Source: an optimization exercise on an open RTL-to-GDS flow (aim: small area and a short achievable clock period). Production flows keep margins and buffers that such runs may drop.
In this exercise RTL edits were held to simulation tests only and were not proved equivalent to the original.

## design.v

```verilog
module bv_cp0 (
    input  wire        clk,
    input  wire        rst,         
    input  wire        issue,       
    input  wire [5:0]  op,          
    input  wire [23:0] ga,          
    input  wire [23:0] gb,          
    input  wire [23:0] gd,          
    output reg         r1_valid,    
    output reg  [23:0] r1_data,     
    output reg         r1_ill,      
    output reg         r4_valid,    
    output reg  [23:0] r4_data      
);
    function [3:0] code_bits(input [2:0] c);
        case (c)
            3'd1: code_bits = 4'd1;
            3'd2: code_bits = 4'd2;
            3'd3: code_bits = 4'd4;
            3'd4: code_bits = 4'd6;
            3'd5: code_bits = 4'd8;
            default: code_bits = 4'd0;
        endcase
    endfunction
    function [4:0] pair_bits(input [5:0] cc);
        case (cc)
            6'd0: pair_bits = 5'd0;
            6'd1: pair_bits = 5'd1;
            6'd2: pair_bits = 5'd2;
            6'd3: pair_bits = 5'd4;
            6'd4: pair_bits = 5'd6;
            6'd5: pair_bits = 5'd8;
            6'd6: pair_bits = 5'd0;
            6'd7: pair_bits = 5'd0;
            6'd8: pair_bits = 5'd1;
            6'd9: pair_bits = 5'd2;
            6'd10: pair_bits = 5'd3;
            6'd11: pair_bits = 5'd5;
            6'd12: pair_bits = 5'd7;
            6'd13: pair_bits = 5'd9;
            6'd14: pair_bits = 5'd1;
            6'd15: pair_bits = 5'd1;
            6'd16: pair_bits = 5'd2;
            6'd17: pair_bits = 5'd3;
            6'd18: pair_bits = 5'd4;
            6'd19: pair_bits = 5'd6;
            6'd20: pair_bits = 5'd8;
            6'd21: pair_bits = 5'd10;
            6'd22: pair_bits = 5'd2;
            6'd23: pair_bits = 5'd2;
            6'd24: pair_bits = 5'd4;
            6'd25: pair_bits = 5'd5;
            6'd26: pair_bits = 5'd6;
            6'd27: pair_bits = 5'd8;
            6'd28: pair_bits = 5'd10;
            6'd29: pair_bits = 5'd12;
            6'd30: pair_bits = 5'd4;
            6'd31: pair_bits = 5'd4;
            6'd32: pair_bits = 5'd6;
            6'd33: pair_bits = 5'd7;
            6'd34: pair_bits = 5'd8;
            6'd35: pair_bits = 5'd10;
            6'd36: pair_bits = 5'd12;
            6'd37: pair_bits = 5'd14;
            6'd38: pair_bits = 5'd6;
            6'd39: pair_bits = 5'd6;
            6'd40: pair_bits = 5'd8;
            6'd41: pair_bits = 5'd9;
            6'd42: pair_bits = 5'd10;
            6'd43: pair_bits = 5'd12;
            6'd44: pair_bits = 5'd14;
            6'd45: pair_bits = 5'd16;
            6'd46: pair_bits = 5'd8;
            6'd47: pair_bits = 5'd8;
            6'd48: pair_bits = 5'd0;
            6'd49: pair_bits = 5'd1;
            6'd50: pair_bits = 5'd2;
            6'd51: pair_bits = 5'd4;
            6'd52: pair_bits = 5'd6;
            6'd53: pair_bits = 5'd8;
            6'd54: pair_bits = 5'd0;
            6'd55: pair_bits = 5'd0;
            6'd56: pair_bits = 5'd0;
            6'd57: pair_bits = 5'd1;
            6'd58: pair_bits = 5'd2;
            6'd59: pair_bits = 5'd4;
            6'd60: pair_bits = 5'd6;
            6'd61: pair_bits = 5'd8;
            6'd62: pair_bits = 5'd0;
            6'd63: pair_bits = 5'd0;
            default: pair_bits = 5'd0;
        endcase
    endfunction
    function [2:0] code_at(input [23:0] w, input [2:0] p);
        code_at = w[21 - 3*p +: 3];
    endfunction
    function ge8(input [7:0] a, input [7:0] b);
        integer j;
        reg g;
        begin
            g = 1'b1;
            for (j = 0; j < 8; j = j + 1)
                g = (a[j] & ~b[j]) | ((a[j] | ~b[j]) & g);
            ge8 = g;
        end
    endfunction
    reg [23:0] snr [0:7];
    reg [23:0] thr [0:3];
    reg [23:0] tab [0:2];
    reg        res_rate;
    reg        res_none;
    reg [9:0]  res_d;
    reg [4:0]  res_fc;
    reg [4:0]  code_cnt;            
    reg [7:0]  th_s    [0:9];       
    reg [8:0]  ex_s;                
    reg [7:0]  cpend;               
    reg [2:0]  cptr;                
    reg        shv;                 
    reg [2:0]  shi;                 
    reg [23:0] shadow;
    reg [71:0] cbuf0, cbuf1;        
    reg [7:0]  cacc0, cacc1;        
    reg        eval_pend;
    reg [9:0]  eval_d;
    wire busy = (code_cnt != 5'd0);
    wire [23:0] res_word = {busy, res_rate, res_none, res_d, 6'd0, res_fc};
    wire go       = issue & ~rst;
    wire legal    = ~op[5] | (~op[4] & ~op[3] & ~(op[2] & op[1]));    
    wire is_wr    = go && (op[5:4] == 2'b00);
    wire is_rd    = (op[5:4] == 2'b01);
    reg  [15:0] wsel;
    integer wj;
    always @*
        for (wj = 0; wj < 16; wj = wj + 1)
            wsel[wj] = issue & ~op[5] & ~op[4] & (op[3:0] == wj);
    wire is_code  = go && (op == 6'h20);
    wire is_eval  = go && (op == 6'h21);
    wire is_nsym  = go && (op == 6'h25);
    wire r1_op    = is_rd || op == 6'h22 || op == 6'h23 || op == 6'h24;
    wire [7:0] thr_oct [0:11];
    genvar gi;
    generate
        for (gi = 0; gi < 4; gi = gi + 1) begin : g_thr
            assign thr_oct[3*gi]     = thr[gi][23:16];
            assign thr_oct[3*gi + 1] = thr[gi][15:8];
            assign thr_oct[3*gi + 2] = thr[gi][7:0];
        end
    endgenerate
    wire [8:0] extra = {1'b0, thr_oct[10]} + (res_fc[4] ? 9'd0 : {1'b0, thr_oct[11]});
    integer r, k, c;
    wire        cact  = shv | cpend[cptr];
    wire [2:0]  cidx  = shv ? shi : cptr;
    wire [23:0] cword = shv ? shadow : snr[cptr];
    reg [8:0]  pc0, pc1;            
    reg [4:0]  ps0, ps1;            
    reg [7:0]  snr_k;
    reg [9:0]  snr_m;               
    reg [2:0]  code_k;
    always @* begin
        ps0 = 5'd0;
        ps1 = 5'd0;
        for (k = 0; k < 3; k = k + 1) begin
            snr_k = cword[23 - 8*k -: 8];
            snr_m = {2'b00, snr_k} - {1'b0, ex_s};
            for (r = 0; r < 2; r = r + 1) begin
                code_k = 3'd0;
                for (c = 1; c <= 5; c = c + 1)
                    if (!snr_m[9] && ge8(snr_m[7:0], th_s[5*r + c - 1]))
                        code_k = c[2:0];
                if (r == 0) begin
                    pc0[8 - 3*k -: 3] = code_k;
                    ps0 = ps0 + {1'b0, code_bits(code_k)};
                end else begin
                    pc1[8 - 3*k -: 3] = code_k;
                    ps1 = ps1 + {1'b0, code_bits(code_k)};
                end
            end
        end
    end
    wire sh_load = is_wr && !op[3] && cpend[op[2:0]] && !(!shv && cptr == op[2:0]);
    wire [9:0] d0 = {1'b0, cacc0, 1'b0};
    wire [9:0] d1 = {2'b00, cacc1} + {1'b0, cacc1, 1'b0};
    wire       crate = d1 > d0;
    wire [9:0] cd    = crate ? d1 : d0;
    reg [7:0] esum;
    reg       eres;
    reg [9:0] ed;
    always @* begin
        esum = 8'd0;
        eres = 1'b0;
        for (k = 0; k < 24; k = k + 1) begin
            esum = esum
                + {7'd0, code_at(tab[k / 8], k % 8) == 3'd1}
                + {6'd0, code_at(tab[k / 8], k % 8) == 3'd2 || code_at(tab[k / 8], k % 8) == 3'd4, 1'b0}
                + {5'd0, code_at(tab[k / 8], k % 8) == 3'd3 || code_at(tab[k / 8], k % 8) == 3'd4, 2'b0}
                + {4'd0, code_at(tab[k / 8], k % 8) == 3'd5, 3'b0};
            if (code_at(tab[k / 8], k % 8) > 3'd5)
                eres = 1'b1;
        end
        if (eres)
            ed = 10'd0;
        else if (res_rate)
            ed = {2'b00, esum} + {1'b0, esum, 1'b0};
        else
            ed = {1'b0, esum, 1'b0};
    end
    reg [23:0] dep_val;
    reg [2:0]  ext_val;
    always @* begin
        for (k = 0; k < 8; k = k + 1)
            dep_val[21 - 3*k +: 3] = (gb[2:0] == k) ? ga[2:0] : gd[21 - 3*k +: 3];
        case (gb[2:0])
            3'd0: ext_val = ga[23:21];
            3'd1: ext_val = ga[20:18];
            3'd2: ext_val = ga[17:15];
            3'd3: ext_val = ga[14:12];
            3'd4: ext_val = ga[11:9];
            3'd5: ext_val = ga[8:6];
            3'd6: ext_val = ga[5:3];
            default: ext_val = ga[2:0];
        endcase
    end
    wire [23:0] rd_q0 = op[1] ? (op[0] ? snr[3] : snr[2]) : (op[0] ? snr[1] : snr[0]);
    wire [23:0] rd_q1 = op[1] ? (op[0] ? snr[7] : snr[6]) : (op[0] ? snr[5] : snr[4]);
    wire [23:0] rd_q2 = op[1] ? (op[0] ? thr[3] : thr[2]) : (op[0] ? thr[1] : thr[0]);
    wire [23:0] rd_q3 = op[1] ? (op[0] ? res_word : tab[2]) : (op[0] ? tab[1] : tab[0]);
    wire [23:0] rd_val = op[3] ? (op[2] ? rd_q3 : rd_q2) : (op[2] ? rd_q1 : rd_q0);
    reg [23:0] r1_next;
    always @* begin
        if (!op[5])
            r1_next = rd_val;
        else if (op[2])
            r1_next = dep_val;
        else if (op[0])
            r1_next = {21'd0, ext_val};
        else
            r1_next = {pair_bits(ga[23:18]), pair_bits(ga[17:12]),
                       pair_bits(ga[11:6]), pair_bits(ga[5:0]), 4'd0};
    end
    reg [23:0] r1_q;
    reg        r1_cnt;
    always @* begin
        if (r1_cnt)
            r1_data = {17'd0, {2'd0, r1_q[23:19]} + {2'd0, r1_q[18:14]}
                            + {2'd0, r1_q[13:9]}  + {2'd0, r1_q[8:4]}};
        else
            r1_data = r1_q;
    end
    localparam S0 = 2, S1 = 9, S2 = 8, S3 = 8;
    localparam E0 = 27 - S0, E1 = E0 - S1, E2 = E1 - S2;    
    wire [26:0] ns_x0 = {ga, 3'b101};
    reg        ns_v1, ns_v2, ns_v3;
    reg [9:0]  ns_r1, ns_r2, ns_r3;
    reg [9:0]  ns_d1, ns_d2, ns_d3;
    reg [26:0] ns_x1, ns_x2, ns_x3;
    wire [9:0]  ns_rem [0:26];      
    wire [26:0] ns_qb;              
    genvar si;
    generate
        for (si = 26; si >= 0; si = si - 1) begin : g_div
            localparam ST = (si >= E0) ? 0 : (si >= E1) ? 1 : (si >= E2) ? 2 : 3;
            wire [26:0] xw = (ST == 0) ? ns_x0 : (ST == 1) ? ns_x1 : (ST == 2) ? ns_x2 : ns_x3;
            wire [9:0]  dv = (ST == 0) ? res_d : (ST == 1) ? ns_d1 : (ST == 2) ? ns_d2 : ns_d3;
            wire [9:0]  ri;
            if (si == 26)
                assign ri = 10'd0;
            else if (si == E0 - 1)
                assign ri = ns_r1;
            else if (si == E1 - 1)
                assign ri = ns_r2;
            else if (si == E2 - 1)
                assign ri = ns_r3;
            else
                assign ri = ns_rem[si + 1];
            wire [10:0] t  = {ri, xw[si]};
            wire [11:0] df = {1'b0, t} - {2'b00, dv};
            assign ns_qb[si] = ~df[11];
            wire [9:0] rf = ns_qb[si] ? df[9:0] : t[9:0];
            if (27 - si < 10)
                assign ns_rem[si] = rf & ((10'd1 << (27 - si)) - 10'd1);
            else
                assign ns_rem[si] = rf;
        end
    endgenerate
    wire [26:0] ns_w1 = {ns_qb[26:E0], ns_x0[E0-1:0]};
    wire [26:0] ns_w2 = {ns_x1[26:E0], ns_qb[E0-1:E1], ns_x1[E1-1:0]};
    wire [26:0] ns_w3 = {ns_x2[26:E1], ns_qb[E1-1:E2], ns_x2[E2-1:0]};
    wire [23-E2:0] ns_qh  = ns_x3[23:E2];
    wire [23-E2:0] ns_qh1 = ns_qh + 1'b1;
    wire [E2-1:0]  ns_ql  = ns_qb[E2-1:0];
    wire [23:0]    ns_q1  = {(&ns_ql) ? ns_qh1 : ns_qh, ns_ql};
    reg  [23:0] r4_q;
    reg         r4_dz;
    always @*
        r4_data = r4_dz ? 24'd0 : {r4_q[23:E2], r4_q[E2-1:0] + 1'b1};
    always @(posedge clk) begin
        r1_q    <= r1_next;
        r1_cnt  <= op[5] & ~op[2] & ~op[0];
        shadow  <= rd_val;
        eval_d  <= ed;
        ns_r1 <= ns_rem[E0]; ns_x1 <= ns_w1; ns_d1 <= res_d;
        ns_r2 <= ns_rem[E1]; ns_x2 <= ns_w2; ns_d2 <= ns_d1;
        ns_r3 <= ns_rem[E2]; ns_x3 <= ns_w3; ns_d3 <= ns_d2;
        r4_q    <= ns_q1;
        r4_dz   <= (ns_d3 == 10'd0);
        if (rst) begin
            for (k = 0; k < 8; k = k + 1) snr[k] <= 24'd0;
            for (k = 0; k < 4; k = k + 1) thr[k] <= 24'd0;
            for (k = 0; k < 3; k = k + 1) tab[k] <= 24'd0;
            res_rate  <= 1'b0;
            res_none  <= 1'b0;
            res_d     <= 10'd0;
            res_fc    <= 5'd0;
            code_cnt  <= 5'd0;
            cpend     <= 8'd0;
            shv       <= 1'b0;
            eval_pend <= 1'b0;
            r1_valid  <= 1'b0;
            r1_ill    <= 1'b0;
            ns_v1 <= 1'b0; ns_v2 <= 1'b0; ns_v3 <= 1'b0; r4_valid <= 1'b0;
        end else begin
            if (code_cnt == 5'd1 && !is_code) begin
                tab[0] <= crate ? cbuf1[71:48] : cbuf0[71:48];
                tab[1] <= crate ? cbuf1[47:24] : cbuf0[47:24];
                tab[2] <= crate ? cbuf1[23:0]  : cbuf0[23:0];
                res_rate <= crate;
                res_none <= (cd == 10'd0);
                res_d    <= cd;
            end
            if (eval_pend) begin
                res_none <= (eval_d == 10'd0);
                res_d    <= eval_d;
            end
            for (k = 0; k < 8; k = k + 1)
                if (wsel[k]) snr[k] <= ga;
            for (k = 0; k < 4; k = k + 1)
                if (wsel[8 + k]) thr[k] <= ga;
            for (k = 0; k < 3; k = k + 1)
                if (wsel[12 + k]) tab[k] <= ga;
            if (wsel[15]) begin
                res_rate <= ga[22];
                res_none <= ga[21];
                res_d    <= ga[20:11];
                res_fc   <= ga[4:0];
            end
            if (code_cnt != 5'd0)
                code_cnt <= code_cnt - 5'd1;
            for (k = 0; k < 8; k = k + 1)
                if (cact && cidx == k) begin
                    cbuf0[71 - 9*k -: 9] <= pc0;
                    cbuf1[71 - 9*k -: 9] <= pc1;
                end
            if (!shv)
                cptr <= cptr + 3'd1;
            shv <= sh_load;
            shi <= op[2:0];
            if (is_code) begin
                code_cnt <= 5'd27;
                cpend    <= 8'hFF;
                cacc0    <= 8'd0;
                cacc1    <= 8'd0;
                for (k = 0; k < 10; k = k + 1)
                    th_s[k] <= thr_oct[k];
                ex_s <= extra;
            end else begin
                if (cact) begin
                    cacc0 <= cacc0 + {3'd0, ps0};
                    cacc1 <= cacc1 + {3'd0, ps1};
                end
                if (!shv)
                    cpend[cptr] <= 1'b0;
                if (sh_load)
                    cpend[op[2:0]] <= 1'b0;
            end
            eval_pend <= is_eval;
            r1_valid <= go & r1_op;
            r1_ill   <= go & ~legal;
            ns_v1 <= is_nsym;
            ns_v2 <= ns_v1;
            ns_v3 <= ns_v2;
            r4_valid <= ns_v3;
        end
    end
endmodule
```

## run.sh

```bash
#!/bin/bash
# synth_recipe.tcl (not shown) runs the flow's synth.tcl, then flattens the netlist and writes it again
# the make line also repeats each setting of config.mk as NAME=value (left out here)
make -C /OpenROAD-flow-scripts/flow DESIGN_CONFIG=/design/flow/config.mk WORK_HOME=/design/flow/orfs CLKGATE_MAP_FILE= SYNTH_SCRIPT=/design/flow/synth_recipe.tcl finish
```

## config.mk

```make
export PLATFORM = sky130hd
export DESIGN_NAME = bv_cp0
export DESIGN_NICKNAME = bv_cp0
export VERILOG_FILES = /design/flow/design.v
export SDC_FILE = /design/flow/constraint.sdc
export NUM_CORES = 4
export LEC_CHECK = 0
export CAP_MARGIN = 20
export CORE_MARGIN = 2
export CORE_UTILIZATION = 70
export PLACE_DENSITY = 0.8
export SLEW_MARGIN = 20
```

## constraint.sdc

```tcl
create_clock -name core_clock -period 90.0 [get_ports {clk}]
set_input_delay 18.0000 -clock core_clock [delete_from_list [all_inputs] [get_ports {clk}]]
set_output_delay 18.0000 -clock core_clock [all_outputs]
set_load 0.01 [all_outputs]
```

==> results.txt <==
## through the flow
stage                     area (sq um)  hold WS [ns]  cells
after global routing             61000         0.330   7164
after detailed placement         57900         0.312   6999
after global placement           57900         0.310   6999
after floorplan                  56000         0.310   6078
after CTS                        61000         0.320   7160
final                            61100         0.319   7165
## final timing paths
kind                                        from                to  slack [ns]
worst max-delay path                    ns_d3[8]           r4_q[9]       67.96
worst min-delay path            g_div[16].xw[11]  g_div[10].xw[11]        0.32
worst max register to register          ns_d3[8]           r4_q[9]       67.96
worst min register to register  g_div[16].xw[11]  g_div[10].xw[11]        0.32
## flip-flops by register name, indices dropped and copies added (netlist names), 8 cells and up
signal    cells
cbuf1        72
g_div.xw     62
thr          96
tab          72
snr         192
ns_d3        10
ns_d1        10
res_d        10
r4_q         24
ex_s          9
ns_r3        10
ns_d2        10
cpend         8
shadow       24
eval_d       10
ns_r2        10
th_s         80
cacc1         8
cacc0         8
r1_q         24
cbuf0        72
## synthesized netlist by cell type, types with 14 or more instances
cell,number,area [sq um]
sky130_fd_sc_hd__nand2_1,826,3100
sky130_fd_sc_hd__a21oi_1,668,3340
sky130_fd_sc_hd__dfxtp_1,598,12000
sky130_fd_sc_hd__nor2_1,510,1910
sky130_fd_sc_hd__ha_1,369,4620
sky130_fd_sc_hd__clkbuf_1,297,1110
sky130_fd_sc_hd__inv_1,290,1090
sky130_fd_sc_hd__edfxtp_1,255,7660
sky130_fd_sc_hd__o21ai_0,193,966
sky130_fd_sc_hd__maj3_1,176,1760
sky130_fd_sc_hd__mux2i_1,161,1610
sky130_fd_sc_hd__xnor2_1,152,1330
sky130_fd_sc_hd__fa_1,142,2840
sky130_fd_sc_hd__mux4_2,121,2730
sky130_fd_sc_hd__nor2b_1,112,701
sky130_fd_sc_hd__mux2_2,108,1220
sky130_fd_sc_hd__a211oi_1,99,743
sky130_fd_sc_hd__a21o_1,94,706
sky130_fd_sc_hd__nand2b_1,89,557
sky130_fd_sc_hd__xor2_1,78,683
sky130_fd_sc_hd__nor3_1,62,310
sky130_fd_sc_hd__nand3_1,44,220
sky130_fd_sc_hd__a22oi_1,42,315
sky130_fd_sc_hd__buf_1,39,146
sky130_fd_sc_hd__o21a_1,39,293
sky130_fd_sc_hd__nand4_1,33,206
sky130_fd_sc_hd__a31oi_1,32,200
sky130_fd_sc_hd__o211ai_1,27,203
sky130_fd_sc_hd__o21bai_1,27,203
sky130_fd_sc_hd__nor3b_1,25,188
sky130_fd_sc_hd__a222oi_1,24,240
sky130_fd_sc_hd__nand3b_1,24,180
sky130_fd_sc_hd__a221oi_1,22,193
sky130_fd_sc_hd__and3_1,20,125
sky130_fd_sc_hd__and2_1,18,113
sky130_fd_sc_hd__o31ai_1,17,128
sky130_fd_sc_hd__nor4_1,14,87.6
sky130_fd_sc_hd__or2_2,14,87.6
## metal layers
layer / vias up / track usage (%)
met5: - / 0
met4: 12 / 20.8
met3: 598 / 11.5
met2: 2858 / 63.3
met1: 22600 / 53.9
li1: 21400 / -
## layout make-up
cell class	count	area, sq um
timing repair buffer	226	2000
multi-input combinational	4578	34000
inverter	296	1120
antenna	1	2.50
sequential	853	19600
fill	5530	18100
tap	1050	1310
clock buffer	121	2520
clock inverter	40	510
## layout by cell type, fill, tap and decap left out, types with 44 or more instances in the layout
master,netlist,final
sky130_fd_sc_hd__clkbuf_16,0,89
sky130_fd_sc_hd__xnor2_1,152,152
sky130_fd_sc_hd__nor3_1,62,58
sky130_fd_sc_hd__fa_1,142,142
sky130_fd_sc_hd__inv_1,290,289
sky130_fd_sc_hd__nand2_1,826,825
sky130_fd_sc_hd__nor2_1,510,501
sky130_fd_sc_hd__a211oi_1,99,98
sky130_fd_sc_hd__buf_4,3,114
sky130_fd_sc_hd__a21oi_1,668,667
sky130_fd_sc_hd__mux2i_1,161,161
sky130_fd_sc_hd__o21ai_0,193,193
sky130_fd_sc_hd__ha_1,369,369
sky130_fd_sc_hd__xor2_1,78,78
sky130_fd_sc_hd__nand2b_1,89,89
sky130_fd_sc_hd__edfxtp_1,255,255
sky130_fd_sc_hd__clkdlybuf4s50_1,0,103
sky130_fd_sc_hd__mux4_2,121,121
sky130_fd_sc_hd__nor2b_1,112,112
sky130_fd_sc_hd__dfxtp_1,598,597
sky130_fd_sc_hd__maj3_1,176,176
sky130_fd_sc_hd__mux2_2,108,108
sky130_fd_sc_hd__a21o_1,94,94
sky130_fd_sc_hd__nand3_1,44,44
## cells by family after synthesis
kind of cell    Yosys count
simple gates           1841
compound gates         1416
flops                   853
fa+ha+maj               687
buf+inv                 647
mux                     404
xor+xnor                230
==> results.txt <==
----------------------------------------------------
[Run status]
  Status ... no timing/DRC/antenna violations

[Clock tree]
  Total CTS buffers ... 87
  H-tree levels ... 3
  Sinks on Clock Net ... 853
  Clock transition at the register clock pins on the worst setup and hold paths after CTS ... 0.07 ns
  Resize count post-CTS ... 0
  Postcts setup bufs ... 0
  Post-CTS Hold Fix Bufs ... 0
  Worst-skew pair later-pin latency ... 0.69 ns
  Deepest clock path buffer count ... 3
  TritonCTS clock tree ... yes
  Root buf cell ... sky130_fd_sc_hd__clkbuf_16

[Synthesis]
  Number of enable flip-flop cells after synthesis ... 255
  Sequential share of the synthesized area ... 35.1%
  Cell count after synthesis ... 6078
  Average cell area after synthesis ... 9.21 sq um
  Compound-cell area share of the yosys netlist ... 15.5%
  Combinational family with the most area after synthesis ... adder cells
  Yosys cell types ... 102
  Area share of fa/ha/maj cells after synthesis ... 16.5%
  Multiplexer share of the synthesized area ... 10.2%
  Most used flip-flop cell after synthesis ... sky130_fd_sc_hd__dfxtp_1
  Syn. warnings ... 5
  Share of flip-flops with an asynchronous set or reset ... 0%
  Synthesis-stage register bit count ... 853
  Combined area of all synthesized cells ... 56000 sq um
  Synthesized netlist net count ... 6670
  Basic-gate share of the synthesized area counting and, or, nand and nor cells ... 14.6%
  Post-synthesis xor/xnor area fraction ... 3.60%

[Floorplan]
  Initial core utilization ... 70.7%
  Placement Rows ... 103
  Chip width ... 287 um
  Top-Level Pins ... 132
  Core Footprint ... 79100 sq um
  Die Outline Area ... 82200 sq um
  Chip Height ... 287 um

[Timing]
  Relative slew slack ... 23.3%
  Number of hold violations in the final report ... 0
  Highest attainable clock frequency ... 45.4 MHz
  Time the final worst path needs with I/O delays and setup ... 22.04 ns
  Setup repair after global routing missed its margin ... false
  Number of pins exceeding their max-slew limit in the final report ... 0
  Final Worst Setup Slack ... 67.96 ns
  Least-Margin Pin Slew ... 1.14 ns
  Setup violators final ... 0
  Clock skew after layout ... 0.0527 ns
  Fin crit share ... 24.5%
  Setup tns final ... 0 ns

[Critical path]
  Number of cells on the critical path ... 81
  Crit path buffers/inverters ... 7
  Depth of the most critical reg-to-reg path ... 81
  Startpoint Class ... register
  Kind of end point of the critical path ... register
  Cell mode on critical path ... sky130_fd_sc_hd__o21ai_0
  Maximum net fanout on the critical path ... 17
  CP Class ... register to register
  Slowest stage cell, crit path ... sky130_fd_sc_hd__a21oi_1
  Worst Path Arrival ... 22.58 ns
  Required time reported for the critical path endpoint ... 90.54 ns
  Largest stage delay on the critical path ... 0.87 ns
  Gate family responsible for the most delay along the worst path ... compound AO/OA/AOI/OAI gates

[Place]
  Gpl congestion ... 0.973
  Placed wire-length estimate after detailed placement ... 119000 um
  Count of input and output buffers ... 110
  Worst setup timing slack at the placement stage ... 67.85 ns

[Routing]
  Length of routed wiring on met1 ... 64400 um
  Post-route DRC ... 0
  Total routed wirelength ... 172000 um
  Routed wire per std cell ... 24.0 um
  Total number of vias ... 47500
  Vias per Instance ... 6.63
  Top routing layer in use ... met5
  Number of nets with antenna violations after routing ... 0
  Number of design-rule violations left by the first detailed-router iteration ... 6143
  Length of the first detailed-routing pass in iterations ... 12
  Wire length on met2 ... 75000 um
  Sum of met3 wire segment lengths after detailed routing ... 22600 um

[Global routing]
  Global route overflow ... 0
  Maximum number of pins on one net before global-route repair ... 140
  Wire length of the first global-routing pass ... 262000 um
  Vias in the first global route ... 46100
  Number of antenna violations at the first check in global routing ... 10
  All-layer global routing usage ... 41.3%

[Cells and area]
  Synth-to-Final Area Change ... 9.06%
  Core occupancy in the finished layout ... 77.2%
  Fraction of final layout cells with drive strength greater than 1 ... 9.27%
  Number of nets in the layout ... 6634

[Job]
  Reported max-cap violation count ... 0

[Worst hold path]
  Hold crit path type ... register to register
  WHS Path Cells ... 0

----------------------------------------------------

afterwards: timing with drivers on the ports:
How much do the figures lean on ideal ports? The routed layout below was timed once more, with nothing changed but the port constraints. Step 1, drivers: a clkbuf_16 drives clk and a buf_2 each remaining input, both assumed. Step 2 moves the port delays by t, midway between the first and last clock arrival at a register: inputs arrive t later, outputs are due t later. That takes back most of the time a late clock gives input paths. Three values: ideal, step 1, step 2; two values: the first two.
shift t [ns]: 0.734
slack for setup (ns): 67.956 / 67.939 / 67.643
hold WS [ns]: 0.319 / 0.319 / 0.319
worst setup path after step 2: input to register
worst register clock-pin slew, ns: 0.07 / 0.07
After both steps setup and hold are still met in this run. The setup slack of this run moves by -0.017 ns with the drivers and by -0.313 ns with both steps.
